From an optimization exercise on the open Yosys and OpenROAD flow, aimed at small area, a short achievable clock period and few clock cycles per item; shortcuts taken in it are not production practice. Only the layout flow was run in this run; the RTL was not checked for function there.

### design/flow/config.mk
export PLATFORM = sky130hd
export DESIGN_NAME = le_fpu
export DESIGN_NICKNAME = le_fpu
export VERILOG_FILES = /design/flow/design.v
export SDC_FILE = /design/flow/constraint.sdc
export NUM_CORES = 4
export LEC_CHECK = 0
export CAP_MARGIN = 20
export CORE_MARGIN = 2
export CORE_UTILIZATION = 30
export PLACE_DENSITY = 0.5
export SLEW_MARGIN = 20
### design/flow/constraint.sdc
create_clock -name core_clock -period 30.0 [get_ports {clk}]
set_input_delay 6.0000 -clock core_clock [delete_from_list [all_inputs] [get_ports {clk}]]
set_output_delay 6.0000 -clock core_clock [all_outputs]
set_load 0.01 [all_outputs]
### design/flow/design.v
module le_fpu (
    input  wire        clk,
    input  wire        rst,
    input  wire        in_valid,
    output wire        in_ready,
    input  wire [3:0]  in_fn,
    input  wire [31:0] in_a,
    input  wire [31:0] in_b,
    input  wire [31:0] in_c,
    output reg         out_valid,
    output reg  [31:0] out_result,
    output reg  [3:0]  out_flags
);
    localparam [3:0] FL_SAT = 4'b0001;
    localparam [3:0] FL_NV  = 4'b0010;
    localparam [31:0] QNAN  = 32'h7FC0_0000;
    assign in_ready = 1'b1;
    wire        a_nan  = (in_a[30:23] == 8'hFF) && (in_a[22:0] != 23'd0);
    wire        b_nan  = (in_b[30:23] == 8'hFF) && (in_b[22:0] != 23'd0);
    wire        a_snan = a_nan && !in_a[22];
    wire        b_snan = b_nan && !in_b[22];
    wire [31:0] a_z    = (in_a[30:23] == 8'd0) ? {in_a[31], 31'd0} : in_a;
    wire [31:0] b_z    = (in_b[30:23] == 8'd0) ? {in_b[31], 31'd0} : in_b;
    wire        c_nan  = (in_c[30:23] == 8'hFF) && (in_c[22:0] != 23'd0);
    wire        c_snan = c_nan && !in_c[22];
    wire [31:0] c_z    = (in_c[30:23] == 8'd0) ? {in_c[31], 31'd0} : in_c;
    wire [31:0] add_r;  wire [3:0] add_f;
    wire [31:0] mul_r;  wire [3:0] mul_f;
    wire [31:0] fma_r;  wire [3:0] fma_f;
    wire [31:0] i2f_r;
    wire [31:0] f2i_r;  wire [3:0] f2i_f;
    le_fpu_add u_add (
        .a(a_z), .b(b_z), .a_nan(a_nan), .b_nan(b_nan),
        .a_snan(a_snan), .b_snan(b_snan), .sub(in_fn[0]),
        .result(add_r), .flags(add_f)
    );
    le_fpu_mul u_mul (
        .a(a_z), .b(b_z), .a_nan(a_nan), .b_nan(b_nan),
        .a_snan(a_snan), .b_snan(b_snan),
        .result(mul_r), .flags(mul_f)
    );
    le_fpu_fma u_fma (
        .a(a_z), .b(b_z), .c(c_z), .a_nan(a_nan), .b_nan(b_nan), .c_nan(c_nan),
        .any_snan(a_snan || b_snan || c_snan),
        .result(fma_r), .flags(fma_f)
    );
    le_fpu_i2f u_i2f (.a(in_a), .result(i2f_r));
    le_fpu_f2i u_f2i (.a(a_z), .a_nan(a_nan), .result(f2i_r), .flags(f2i_f));
    wire a_lt_b, a_eq_b;
    le_fpu_cmp u_cmp_ab (.a(a_z), .b(b_z), .lt(a_lt_b), .eq(a_eq_b));
    wire [31:0] lim     = {1'b0, b_z[30:0]};
    wire [31:0] lim_neg = {1'b1, b_z[30:0]};
    wire lim_lt_a, a_lt_nlim;
    le_fpu_cmp u_cmp_hi (.a(lim), .b(a_z), .lt(lim_lt_a), .eq());
    le_fpu_cmp u_cmp_lo (.a(a_z), .b(lim_neg), .lt(a_lt_nlim), .eq());
    reg [31:0] res;
    reg [3:0]  flg;
    always @* begin
        res = 32'd0;
        flg = 4'd0;
        case (in_fn)
            4'd0, 4'd1: begin res = add_r; flg = add_f; end
            4'd2:       begin res = mul_r; flg = mul_f; end
            4'd3:       begin res = fma_r; flg = fma_f; end
            4'd6, 4'd7: begin
                flg = (a_snan || b_snan) ? FL_NV : 4'd0;
                if (a_nan && b_nan)
                    res = QNAN;
                else if (a_nan)
                    res = in_b;
                else if (b_nan)
                    res = in_a;
                else if (a_eq_b)
                    res = ((a_z[31]) == (in_fn == 4'd6)) ? a_z : b_z;
                else if (a_lt_b == (in_fn == 4'd6))
                    res = a_z;
                else
                    res = b_z;
            end
            4'd8:  res = {1'b0, in_a[30:0]};
            4'd9:  res = {~in_a[31], in_a[30:0]};
            4'd10: begin
                if (a_nan || b_nan) begin
                    res = QNAN;
                    flg = FL_NV;
                end else if (lim_lt_a) begin
                    res = lim;
                    flg = FL_SAT;
                end else if (a_lt_nlim) begin
                    res = lim_neg;
                    flg = FL_SAT;
                end else begin
                    res = a_z;
                end
            end
            4'd11: begin
                res = {31'd0, !(a_nan || b_nan) && a_lt_b};
                flg = (a_nan || b_nan) ? FL_NV : 4'd0;
            end
            4'd12: begin
                res = {31'd0, !(a_nan || b_nan) && (a_lt_b || a_eq_b)};
                flg = (a_nan || b_nan) ? FL_NV : 4'd0;
            end
            4'd13: begin
                res = {31'd0, !(a_nan || b_nan) && a_eq_b};
                flg = (a_snan || b_snan) ? FL_NV : 4'd0;
            end
            4'd14: res = i2f_r;
            4'd15: begin res = f2i_r; flg = f2i_f; end
            default: ;
        endcase
    end
    always @(posedge clk) begin
        if (rst)
            out_valid <= 1'b0;
        else
            out_valid <= in_valid;
        if (in_valid) begin
            out_result <= res;
            out_flags  <= flg;
        end
    end
endmodule
module le_fpu_cmp (
    input  wire [31:0] a,
    input  wire [31:0] b,
    output reg         lt,
    output wire        eq
);
    wire a_zero = (a[30:0] == 31'd0);
    wire b_zero = (b[30:0] == 31'd0);
    wire mag_lt = (a[30:0] < b[30:0]);
    wire mag_gt = (a[30:0] > b[30:0]);
    assign eq = (a_zero && b_zero) || (a == b);
    always @* begin
        if (a_zero && b_zero)
            lt = 1'b0;
        else if (a[31] != b[31])
            lt = a[31];
        else if (a[31])
            lt = mag_gt;
        else
            lt = mag_lt;
    end
endmodule
module le_fpu_add (
    input  wire [31:0] a,
    input  wire [31:0] b,
    input  wire        a_nan,
    input  wire        b_nan,
    input  wire        a_snan,
    input  wire        b_snan,
    input  wire        sub,
    output reg  [31:0] result,
    output reg  [3:0]  flags
);
    wire        sa = a[31];
    wire        sb = b[31] ^ sub;
    wire [7:0]  ea = a[30:23];
    wire [7:0]  eb = b[30:23];
    wire        a_inf  = (ea == 8'hFF) && !a_nan;
    wire        b_inf  = (eb == 8'hFF) && !b_nan;
    wire        a_zero = (ea == 8'd0);
    wire        b_zero = (eb == 8'd0);
    wire        swap = (b[30:0] > a[30:0]);
    wire        sl = swap ? sb : sa;
    wire        ss = swap ? sa : sb;
    wire [7:0]  el = swap ? eb : ea;
    wire [7:0]  es = swap ? ea : eb;
    wire [23:0] ml = swap ? {1'b1, b[22:0]} : {1'b1, a[22:0]};
    wire [23:0] ms = swap ? {1'b1, a[22:0]} : {1'b1, b[22:0]};
    wire [7:0]  d = el - es;
    reg  [26:0] ms_al;
    reg  [49:0] ms_wide;
    always @* begin
        ms_wide = {ms, 26'd0} >> d;
        if (d > 8'd26)
            ms_al = 27'd1;
        else
            ms_al = {ms_wide[49:24], |ms_wide[23:0]};
    end
    wire        eff_sub = (sl != ss);
    wire [27:0] sum = eff_sub ? ({1'b0, ml, 3'd0} - {1'b0, ms_al})
                              : ({1'b0, ml, 3'd0} + {1'b0, ms_al});
    reg [4:0] lz;
    integer i;
    always @* begin
        lz = 5'd27;
        for (i = 0; i <= 26; i = i + 1)
            if (sum[i])
                lz = 5'd26 - i[4:0];
    end
    reg [26:0] norm;
    reg signed [9:0] e_n;
    reg [24:0] m_r;
    reg        rnd_up;
    reg signed [9:0] e_r;
    always @* begin
        if (sum[27]) begin
            norm = {sum[27:2], sum[1] | sum[0]};
            e_n  = $signed({2'b00, el}) + 10'sd1;
        end else begin
            norm = sum[26:0] << lz;
            e_n  = $signed({2'b00, el}) - $signed({5'd0, lz});
        end
        rnd_up = norm[2] && (norm[1] || norm[0] || norm[3]);
        m_r    = {1'b0, norm[26:3]} + {24'd0, rnd_up};
        if (m_r[24])
            e_r = e_n + 10'sd1;
        else
            e_r = e_n;
    end
    always @* begin
        flags = 4'd0;
        if (a_nan || b_nan) begin
            result = 32'h7FC0_0000;
            flags  = (a_snan || b_snan) ? 4'b0010 : 4'd0;
        end else if (a_inf && b_inf && (sa != sb)) begin
            result = 32'h7FC0_0000;
            flags  = 4'b0010;
        end else if (a_inf) begin
            result = {sa, 8'hFF, 23'd0};
        end else if (b_inf) begin
            result = {sb, 8'hFF, 23'd0};
        end else if (a_zero && b_zero) begin
            result = {sa & sb, 31'd0};
        end else if (b_zero) begin
            result = a;
        end else if (a_zero) begin
            result = {sb, b[30:0]};
        end else if (sum == 28'd0) begin
            result = 32'd0;
        end else if (e_n <= 10'sd0) begin
            result = {sl, 31'd0};
        end else if (e_r >= 10'sd255) begin
            result = {sl, 8'hFF, 23'd0};
            flags  = 4'b1000;
        end else begin
            result = {sl, e_r[7:0], m_r[24] ? m_r[23:1] : m_r[22:0]};
        end
    end
endmodule
module le_fpu_mul (
    input  wire [31:0] a,
    input  wire [31:0] b,
    input  wire        a_nan,
    input  wire        b_nan,
    input  wire        a_snan,
    input  wire        b_snan,
    output reg  [31:0] result,
    output reg  [3:0]  flags
);
    wire        s  = a[31] ^ b[31];
    wire [7:0]  ea = a[30:23];
    wire [7:0]  eb = b[30:23];
    wire        a_inf  = (ea == 8'hFF) && !a_nan;
    wire        b_inf  = (eb == 8'hFF) && !b_nan;
    wire        a_zero = (ea == 8'd0);
    wire        b_zero = (eb == 8'd0);
    wire [47:0] p = {1'b1, a[22:0]} * {1'b1, b[22:0]};
    reg  [47:0] n;
    reg  signed [9:0] e_p;
    reg  [8:0]  dsh;
    reg  [74:0] den_wide;
    reg  [47:0] den;
    reg  [24:0] m_r;
    reg         rnd_up;
    reg  signed [9:0] e_r;
    always @* begin
        if (p[47]) begin
            n   = p;
            e_p = $signed({2'b00, ea}) + $signed({2'b00, eb}) - 10'sd126;
        end else begin
            n   = {p[46:0], 1'b0};
            e_p = $signed({2'b00, ea}) + $signed({2'b00, eb}) - 10'sd127;
        end
        if (e_p >= 10'sd1)
            dsh = 9'd0;
        else
            dsh = 9'd1 - e_p[8:0];
        den_wide = {n, 27'd0} >> dsh;
        if (dsh > 9'd26)
            den = 48'd1;
        else
            den = {den_wide[74:28], |den_wide[27:0]};
        rnd_up = den[23] && ((|den[22:0]) || den[24]);
        m_r    = {1'b0, den[47:24]} + {24'd0, rnd_up};
        if (e_p >= 10'sd1)
            e_r = m_r[24] ? e_p + 10'sd1 : e_p;
        else
            e_r = m_r[23] ? 10'sd1 : 10'sd0;
    end
    always @* begin
        flags = 4'd0;
        if (a_nan || b_nan) begin
            result = 32'h7FC0_0000;
            flags  = (a_snan || b_snan) ? 4'b0010 : 4'd0;
        end else if ((a_inf && b_zero) || (b_inf && a_zero)) begin
            result = 32'h7FC0_0000;
            flags  = 4'b0010;
        end else if (a_inf || b_inf) begin
            result = {s, 8'hFF, 23'd0};
        end else if (a_zero || b_zero) begin
            result = {s, 31'd0};
        end else if (e_r >= 10'sd255) begin
            result = {s, 8'hFF, 23'd0};
            flags  = 4'b1000;
        end else if (e_r <= 10'sd0) begin
            result = {s, 31'd0};
        end else begin
            result = {s, e_r[7:0], m_r[24] ? m_r[23:1] : m_r[22:0]};
        end
    end
endmodule
module le_fpu_fma (
    input  wire [31:0] a,
    input  wire [31:0] b,
    input  wire [31:0] c,
    input  wire        a_nan,
    input  wire        b_nan,
    input  wire        c_nan,
    input  wire        any_snan,
    output reg  [31:0] result,
    output reg  [3:0]  flags
);
    wire        sp = a[31] ^ b[31];
    wire        sc = c[31];
    wire [7:0]  ea = a[30:23];
    wire [7:0]  eb = b[30:23];
    wire [7:0]  ec = c[30:23];
    wire        a_inf  = (ea == 8'hFF) && !a_nan;
    wire        b_inf  = (eb == 8'hFF) && !b_nan;
    wire        c_inf  = (ec == 8'hFF) && !c_nan;
    wire        a_zero = (ea == 8'd0);
    wire        b_zero = (eb == 8'd0);
    wire        c_zero = (ec == 8'd0);
    wire        p_zero = a_zero || b_zero;
    wire        p_inf  = a_inf || b_inf;
    wire [47:0] p = {1'b1, a[22:0]} * {1'b1, b[22:0]};
    wire signed [10:0] d = $signed({3'd0, ea}) + $signed({3'd0, eb})
                         - 11'sd127 - $signed({3'd0, ec});
    wire        c_big = !c_zero && (d < -11'sd28);
    reg  [10:0]  sh;
    reg  [157:0] c_wide;
    reg  [77:0]  c_al;
    reg  [77:0]  p_al;
    reg  signed [10:0] e_top;        
    always @* begin
        if (c_big)
            sh = 11'd0;
        else if (d > 11'sd52)
            sh = 11'd80;
        else
            sh = d[10:0] + 11'd28;
        c_wide = {1'b0, (c_zero ? 24'd0 : {1'b1, c[22:0]}), 133'd0} >> sh;
        c_al   = {c_wide[157:81], |c_wide[80:0]};
        if (c_big) begin
            p_al  = 78'd1;
            e_top = $signed({3'd0, ec}) + 11'sd1;
        end else begin
            p_al  = {28'd0, p, 2'b00};
            e_top = $signed({3'd0, ea}) + $signed({3'd0, eb}) - 11'sd98;
        end
    end
    wire        eff_sub = (sp != sc);
    wire [78:0] diff = {1'b0, p_al} - {1'b0, c_al};
    reg  [77:0] mag;
    reg         s;
    always @* begin
        if (!eff_sub) begin
            mag = p_al + c_al;
            s   = sp;
        end else if (diff[78]) begin
            mag = c_al - p_al;
            s   = sc;
        end else begin
            mag = diff[77:0];
            s   = sp;
        end
    end
    reg [6:0] lz;
    integer i;
    always @* begin
        lz = 7'd78;
        for (i = 0; i <= 77; i = i + 1)
            if (mag[i])
                lz = 7'd77 - i[6:0];
    end
    reg  [77:0]  n;
    reg  signed [10:0] e_n;
    reg  [7:0]   dsh;
    reg  [103:0] den_wide;
    reg  [77:0]  den;
    reg          rnd_up;
    reg  [24:0]  m_r;
    reg  signed [10:0] e_r;
    always @* begin
        n   = mag << lz;
        e_n = e_top - $signed({4'd0, lz});
        if (e_n >= 11'sd1)
            dsh = 8'd0;
        else if (e_n < -11'sd25)
            dsh = 8'd26;
        else
            dsh = 8'd1 - e_n[7:0];
        den_wide = {n, 26'd0} >> dsh;
        den      = {den_wide[103:27], |den_wide[26:0]};
        rnd_up   = den[53] && ((|den[52:0]) || den[54]);
        m_r      = {1'b0, den[77:54]} + {24'd0, rnd_up};
        if (e_n >= 11'sd1)
            e_r = m_r[24] ? e_n + 11'sd1 : e_n;
        else
            e_r = m_r[23] ? 11'sd1 : 11'sd0;
    end
    always @* begin
        flags = 4'd0;
        if (a_nan || b_nan || c_nan) begin
            result = 32'h7FC0_0000;
            flags  = any_snan ? 4'b0010 : 4'd0;
        end else if ((a_inf && b_zero) || (b_inf && a_zero)) begin
            result = 32'h7FC0_0000;
            flags  = 4'b0010;
        end else if (p_inf && c_inf && (sp != sc)) begin
            result = 32'h7FC0_0000;
            flags  = 4'b0010;
        end else if (p_inf) begin
            result = {sp, 8'hFF, 23'd0};
        end else if (c_inf) begin
            result = {sc, 8'hFF, 23'd0};
        end else if (p_zero && c_zero) begin
            result = {sp & sc, 31'd0};
        end else if (p_zero) begin
            result = c;
        end else if (mag == 78'd0) begin
            result = 32'd0;
        end else if (e_r >= 11'sd255) begin
            result = {s, 8'hFF, 23'd0};
            flags  = 4'b1000;
        end else if (e_r <= 11'sd0) begin
            result = {s, 31'd0};
        end else begin
            result = {s, e_r[7:0], m_r[24] ? m_r[23:1] : m_r[22:0]};
        end
    end
endmodule
module le_fpu_i2f (
    input  wire [31:0] a,
    output reg  [31:0] result
);
    wire        s   = a[31];
    wire [31:0] mag = s ? (~a + 32'd1) : a;
    reg [4:0]  lz;
    reg [31:0] n;
    reg [24:0] m_r;
    reg        rnd_up;
    reg [7:0]  e;
    integer i;
    always @* begin
        lz = 5'd0;
        for (i = 0; i <= 31; i = i + 1)
            if (mag[i])
                lz = 5'd31 - i[4:0];
        n      = mag << lz;
        rnd_up = n[7] && ((|n[6:0]) || n[8]);
        m_r    = {1'b0, n[31:8]} + {24'd0, rnd_up};
        e      = 8'd158 - {3'd0, lz} + {7'd0, m_r[24]};
        if (mag == 32'd0)
            result = 32'd0;
        else
            result = {s, e, m_r[24] ? m_r[23:1] : m_r[22:0]};
    end
endmodule
module le_fpu_f2i (
    input  wire [31:0] a,
    input  wire        a_nan,
    output reg  [31:0] result,
    output reg  [3:0]  flags
);
    wire        s = a[31];
    wire [7:0]  e = a[30:23];
    wire [23:0] m = {1'b1, a[22:0]};
    reg [31:0] mag;
    always @* begin
        flags = 4'd0;
        mag   = 32'd0;
        result = 32'd0;
        if (a_nan) begin
            result = 32'd0;
            flags  = 4'b0010;
        end else if (e < 8'd127) begin
            result = 32'd0;                      
        end else if (e >= 8'd158) begin
            if (s && e == 8'd158 && a[22:0] == 23'd0) begin
                result = 32'h8000_0000;
            end else begin
                result = s ? 32'h8000_0000 : 32'h7FFF_FFFF;
                flags  = 4'b0001;
            end
        end else begin
            if (e >= 8'd150)
                mag = {8'd0, m} << (e - 8'd150);
            else
                mag = {8'd0, m} >> (8'd150 - e);
            result = s ? (~mag + 32'd1) : mag;
        end
    end
endmodule
### design/flow/run.sh
#!/bin/bash
# synth_recipe.tcl (not shown) runs the flow's synth.tcl, then flattens the netlist and writes it again
# the make line also repeats each setting of config.mk as NAME=value (left out here)
make -C /OpenROAD-flow-scripts/flow DESIGN_CONFIG=/design/flow/config.mk WORK_HOME=/design/flow/orfs CLKGATE_MAP_FILE= SYNTH_SCRIPT=/design/flow/synth_recipe.tcl finish
==> flow_metrics.py <==
metrics = {
    "logic_synthesis": {
        "synth.ff_latch_count": 36,
        "cell_types_with_the_highest_counts_after_synthesis": "nand2_1 (1499), nor2_1 (1270), a21oi_1 (953)",
        "synth_top_cell_area_share_pct": 12.1,
        "synthTopCellsByArea": "fa_1 (12%), ha_1 (7.7%), nand2_1 (7.0%)",
        "synth.yosys.seq_area_share_pct": 1.32,
        "synthMostInstantiatedCell": "nand2_1",
        "mappedNetlistArea_um2": 80900,
        "synthArstFlopShare_pct": 0,
        "synth_top_flop_cell": "edfxtp_1",
        "synthesis.yosys.warnings": 7,
        "number_of_enable_type_register_cells_in_the_synthesized_netlist": 35,
        "postSynthCellCount": 12300,
        "synth_cell_type_count": 145,
        "synthesis.area_per_instance_um2": 6.58,
        "synth_top_cell_by_area": "fa_1",
        "synth_fp_nets": 13400,
    },
    "setup_path": {
        "startpoint_type": "input pin",
        "cpMaxStageDelayCell": "o221ai_1",
        "worstPathRequired_ns": 30.00,
        "cpPeakStageDelay_ns": 0.77,
        "cp_top_family": "simple AND/OR/NAND/NOR gates",
        "critPathArrivalTime_ns": 29.17,
        "timing.setup.critical_path_class": "input pin to register",
        "worst-path-buf-inv": 15,
        "timing.critical_path.to_type": "register",
        "worst_setup_path_startpoint": "in_a[30]",
        "worstPathMaxFanout": 27,
    },
    "flow_run": {
        "maximum_capacitance_violations": 0,
    },
    "cts": {
        "clk_transition_reported_paths_ns": 0.06,
        "cts_max_level": 2,
        "cts_sinks": 36,
        "holdBufCountCts": 0,
        "cts_root_buffer": "clkbuf_16",
        "cts_tree": "yes",
        "cts_buffer_depth": 2,
        "tritoncts.num_buffers": 5,
    },
    "drt": {
        "drt_pass1_iterations": 12,
        "postRouteAntennaNets": 0,
        "route.detailed.drc": 0,
        "vias": 105000,
        "drt_first_iter_violations": 16800,
        "routed_wire_length_per_instance_um": 35.2,
        "viasPerCell": 6.63,
        "wl_um": 560000,
    },
    "grt": {
        "grt_first_pass_wirelength_um": 783000,
        "gr-total-overflow": 0,
        "global_route.usage.total_pct": 39.3,
        "grt_pass1_vias": 98600,
        "grt_antenna_before_repair": 51,
        "grt_max_degree": 87,
    },
    "floorplan": {
        "dieHeight_um": 523,
        "core_area_um2": 268000,
        "die_x_um": 523,
        "top_level_ports": 141,
        "starting_density_pct": 30.2,
        "cell_row_count": 190,
        "dieArea_um2": 274000,
    },
    "timing": {
        "hold-worst-slack_ns": 6.24,
        "min_period_ns": 29.17,
        "layout_setup_ws_ns": 0.831,
        "setup_violations": 0,
        "max_clock_freq_mhz": 34.3,
        "timing.final.max_slew_violations": 0,
        "finalHoldViolations": 0,
        "setup_total_negative_slack_ns": 0,
        "tightest_slew_ns": 1.32,
        "timing.max_slew.rel_slack_pct": 11.4,
        "final.period_utilization_pct": 97.2,
    },
    "finish": {
        "design.final.nets": 13400,
        "finalInstanceArea_um2": 89700,
        "stdcell_count": 15900,
        "area_delta_synth_final_pct": 10.9,
        "drive_gt1_share_pct": 9.56,
    },
    "placement": {
        "dp.final_hpwl_um": 460000,
        "numPortBuffers": 138,
        "placedCellCount": 15900,
        "place_ws_ns": -0.0595,
        "placed_area_um2": 89200,
        "gp_congestion": 1.09,
    },
    "worst_hold_path": {
        "hp-class": "input pin to register",
        "worstHoldStart": "rst",
    },
    "outcome": {
        "status": "finished clean",
    },
}
-- flip-flops by register name, indices dropped and copies added (netlist names) --
name        flops
out_flags       3
out_result     32
out_valid       1
-- repair_timing --
| item | CTS | global route |
|---|---|---|
| buffers inserted | 0 | 16 |
| gates resized for setup | 0 | 34 |
| setup endpoints to repair | 0 | 32 |
-- layer usage --
layer	global-route usage, %	vias up	routed length [um]
li1	-	45000	-
met1	54.3	51500	236000
met2	55.0	7503	220000
met3	11.0	1351	69000
met4	19.8	22	35400
met5	0	-	143
-- logic make-up after synthesis --
kind of cell / after synthesis / synth area share, %
AO/OA/AOI/OAI: 4027 / 33.8
XOR/XNOR: 343 / 3.81
adder cells (fa/ha/maj): 983 / 19.7
buffers and inverters: 1797 / 8.76
flip-flops: 36 / 1.32
multiplexers: 364 / 5.04
other: 2 / 0.00929
AND/OR/NAND/NOR: 4742 / 27.6
-- cells in the final DEF, fill, tap and decap left out, types with 279 or more instances in the layout --
cell type     n
nor2_1     1259
nor3_1      406
o21ai_0     713
nand3_1     412
fa_1        487
inv_1       902
a21oi_1     943
nand2_1    1493
mux2i_1     279
buf_4       739
ha_1        492
-- path summary, 6_finish.rpt --
check	end	slack (ns)	cells after the start
max	out_result[27]$_DFFE_PP_	0.83	80
min	out_valid$_SDFF_PP0_	6.24	2
-- through the flow --
| step | util (%) |
|---|---|
| after floorplan | - |
| after global placement | 33.2 |
| after detailed placement | 33.2 |
| after CTS | 33.3 |
| after global routing | 33.4 |
| final | 33.4 |
-- cell type report --
class,instances,area (um^2)
Tap cell,3552,4440
Clock buffer,5,125
Clock inverter,3,23.8
Multi-Input combinational cell,10500,73200
Inverter,939,3550
Sequential cell,36,1070
Antenna cell,24,60.1
Timing Repair Buffer,889,7140
Timing Repair inverter,1,5.00
Fill cell,30100,178000

==> separate check: timing with driven ports <==
How much do the figures lean on ideal ports? The routed layout below was timed once more, with nothing changed but the port constraints.
Step 1 (the two cells are an assumption about what drives the block):
set clk [get_ports {clk}]
set_driving_cell -lib_cell sky130_fd_sc_hd__clkbuf_16 $clk
set_driving_cell -lib_cell sky130_fd_sc_hd__buf_2 [delete_from_list [all_inputs] $clk]
Step 2 moves the port delays by t, midway between the first and last clock arrival at a register: inputs arrive t later, outputs are due t later. That takes back most of the time a late clock gives input paths.
Slacks: ideal / step 1 / step 2; pairs: ideal / step 1.
shift t [ns]: 0.321
slack for setup (ns): 0.831 / 0.844 / 0.524
worst register clock-pin slew, ns: 0.06 / 0.06
cell pins on the clock port's net: 1
After both steps this run still meets setup and hold. The setup slack of this run moves by +0.013 ns with the drivers and by -0.307 ns with both steps.
